Source: an optimization exercise on an open RTL-to-GDS flow (aim: small area and a short achievable clock period). Production flows keep margins and buffers that such runs may drop. RTL that was checked went through simulation tests only; none was proved equivalent to the original. Power and IR drop assume default switching activity.

// pantry
module pantry (
    input  wire        clk,
    input  wire        rst,
    input  wire        cmd_valid,
    input  wire [2:0]  cmd_op,
    input  wire [2:0]  cmd_queue,
    input  wire [31:0] cmd_data,
    output reg         resp_valid,
    output reg  [31:0] resp_data,
    output reg  [15:0] resp_payload,
    output wire [5:0]  pool_free,
    output wire        pool_exhausted,
    output wire [4:0]  reserve_total,
    output reg  [15:0] overrun_count,
    output reg  [15:0] reclaimed_count,
    output wire [7:0]  q_nonempty,
    output wire [7:0]  q_full
);
export LEC_CHECK = 0
export CAP_MARGIN = 20
export CORE_MARGIN = 2
export CORE_UTILIZATION = 50
export CTS_CLUSTER_DIAMETER = 70
export CTS_CLUSTER_SIZE = 22
export PLACE_DENSITY = 0.7
export SLEW_MARGIN = 20
create_clock -name core_clock -period 30.0 [get_ports {clk}]
standard.sh (not shown) runs the stock make flow with config.mk's settings and CLKGATE_MAP_FILE= SYNTH_SCRIPT=/design/flow/synth_recipe.tcl, a recipe that flattens the netlist after the stock synthesis.
==> flow/flow/run.sh <==
#!/bin/bash
bash standard.sh SETUP_SLACK_MARGIN=21 TNS_END_PERCENT=100 finish > standard.log 2>&1
The starting point finished clean.
Next try:
==> flow/run.sh (new file) <==
#!/bin/bash
# synth_recipe.tcl (not shown) runs the flow's synth.tcl, then flattens the netlist and writes it again
# the make line also repeats each setting of config.mk as NAME=value (left out here)
make -C /OpenROAD-flow-scripts/flow DESIGN_CONFIG=/design/flow/config.mk WORK_HOME=/design/flow/orfs CLKGATE_MAP_FILE= SYNTH_SCRIPT=/design/flow/synth_recipe.tcl finish
--- a/flow/config.mk
+++ b/flow/config.mk
@@ -9,6 +9,4 @@
 export CORE_MARGIN = 2
-export CORE_UTILIZATION = 50
-export CTS_CLUSTER_DIAMETER = 70
-export CTS_CLUSTER_SIZE = 22
-export PLACE_DENSITY = 0.7
+export CORE_UTILIZATION = 40
+export PLACE_DENSITY = 0.6
 export SLEW_MARGIN = 20
removed: flow/flow/run.sh
removed: flow/standard.sh
Result: The changed run went through all stages and came out clean; total power increases by about 14%; sequential power stays flat; sequential share of layout area shrinks by 0.42 points; routed wire length came out higher by about 2.6%; clock-buffer cell count went up by 110; design area goes up by 0.67%; synthesized cell count does not change; global-route usage drops by 5.7 points; cell count rises by about 7%.
Next try:
==> flow/flow/run.sh (new file) <==
#!/bin/bash
bash standard.sh SETUP_SLACK_MARGIN=22.5 TNS_END_PERCENT=100 finish > standard.log 2>&1
==> flow/standard.sh (new file) <==
#!/bin/bash
# synth_recipe.tcl (not shown) runs the flow's synth.tcl, then flattens the netlist and writes it again
# the make line also repeats each setting of config.mk as NAME=value (left out here)
make -C /OpenROAD-flow-scripts/flow DESIGN_CONFIG=/design/flow/config.mk WORK_HOME=/design/flow/orfs CLKGATE_MAP_FILE= SYNTH_SCRIPT=/design/flow/synth_recipe.tcl "${@:-finish}"
--- a/flow/config.mk
+++ b/flow/config.mk
@@ -10,2 +10,4 @@
 export CORE_UTILIZATION = 40
+export CTS_CLUSTER_DIAMETER = 70
+export CTS_CLUSTER_SIZE = 22
 export PLACE_DENSITY = 0.6
removed: flow/run.sh
What happened:
- routed wire length rose by about 11%
- cell area rose by 8.8%
- setup slack improves by 2700 ps
Next try:
==> flow/flow/run.sh (replaced) <==
#!/bin/bash
bash standard.sh SETUP_SLACK_MARGIN=21 TNS_END_PERCENT=100 finish > standard.log 2>&1
- cell area went down by 8.0%
- power is lower by 1.2%
- worst hold slack gets worse by 10 ps
- global-route usage went down by 1.5 points
- register-to-register slack is worse by 230 ps
- routed wire length went down by 6.1%
- sequential power barely changes
- area after synthesis stays the same
Next try:
--- a/flow/config.mk
+++ b/flow/config.mk
@@ -10,4 +10,2 @@
 export CORE_UTILIZATION = 40
-export CTS_CLUSTER_DIAMETER = 70
-export CTS_CLUSTER_SIZE = 22
 export PLACE_DENSITY = 0.6
After rerunning: Register-to-register slack gets worse by 130 ps. Clock power increases by about 40%. Wire length climbs by about 0.4%. Hold slack hardly moves. Sequential power stays flat. Power climbs by about 13%. Via count grows by 0.88%. Global-route usage stays flat. Synthesized area stays the same. Die area is unchanged.
Next try:
==> flow/flow/run.sh (replaced) <==
#!/bin/bash
bash standard.sh SETUP_SLACK_MARGIN=20.3 TNS_END_PERCENT=100 finish > standard.log 2>&1
--- a/flow/config.mk
+++ b/flow/config.mk
@@ -10,2 +10,4 @@
 export CORE_UTILIZATION = 40
+export CTS_CLUSTER_DIAMETER = 70
+export CTS_CLUSTER_SIZE = 22
 export PLACE_DENSITY = 0.6
Maximum frequency came out lower by 6.4%.
Count of clock-buffer cells in the layout decreases by 101.
Sequential share of layout area is higher by 2.8 points.
Combinational power shrinks by 9.1%.
Setup slack degrades by 620 ps.
Utilization falls by 2.0 points.

* * *

pantry, a different RTL version from the one above (not shown whole).
For scale: about 5500 cells after synthesis, ~2000 flip-flops, ~150 I/O pins, ~82000 um2 of cells after synthesis.
export LEC_CHECK = 0
export CAP_MARGIN = 20
export CORE_MARGIN = 2
export CORE_UTILIZATION = 40
export CTS_CLUSTER_DIAMETER = 70
export CTS_CLUSTER_SIZE = 22
export PLACE_DENSITY = 0.6
export SLEW_MARGIN = 20
create_clock -name core_clock -period 30.0 [get_ports {clk}]
==> flow/flow/run.sh <==
#!/bin/bash
bash standard.sh SETUP_SLACK_MARGIN=21 TNS_END_PERCENT=100 finish > standard.log 2>&1
Rerun with:
--- a/flow/config.mk
+++ b/flow/config.mk
@@ -10,4 +10,2 @@
 export CORE_UTILIZATION = 40
-export CTS_CLUSTER_DIAMETER = 70
-export CTS_CLUSTER_SIZE = 22
 export PLACE_DENSITY = 0.6
Outcome: Design area went up by 2.8%; synthesized area stays the same; wire length went up by 0.81%; die area is unchanged.
No functional check of the RTL was part of any run of this note.

[afterwards: timing with drivers on the ports]
In the flow no input, the clock included, has a driving cell. The finished layouts below were timed again as built, in two steps.
Step 1 assumes that a clkbuf_16 drives the clock port and a buf_2 every other input.
Step 2 times the ports against the registers' clock, not the clock port: input delays grow and output delays shrink by t, the midpoint of the rising clock arrivals with the driver on.
a / b / c = no drivers / after step 1 / after step 2; a / b = the first two.
run	shift t [ns]	setup WS [ns]	worst hold slack (ns)	worst setup path after step 2	pins driven straight from the clock port
the first run of note 1	0.855	20.870 / 20.638 / 19.784	0.494 / 0.494 / 0.494	input to register	1
the second run of note 1	0.945	18.159 / 18.215 / 17.270	0.476 / 0.476 / 0.476	input to register	1
the third run of note 1	0.900	20.830 / 20.687 / 19.787	0.490 / 0.490 / 0.490	input to register	1
the fourth run of note 1	0.904	20.893 / 20.785 / 19.881	0.480 / 0.480 / 0.480	input to register	1
the fifth run of note 1	0.926	20.868 / 20.809 / 19.882	0.477 / 0.477 / 0.477	input to register	1
the sixth run of note 1	0.890	20.245 / 20.174 / 19.284	0.494 / 0.494 / 0.494	input to register	1
the first run of note 2	0.908	20.642 / 20.512 / 19.604	0.494 / 0.494 / 0.494	input to register	1
the second run of note 2	0.933	20.696 / 20.543 / 19.610	0.488 / 0.488 / 0.488	input to register	1
After both steps setup and hold are still met in every run listed.
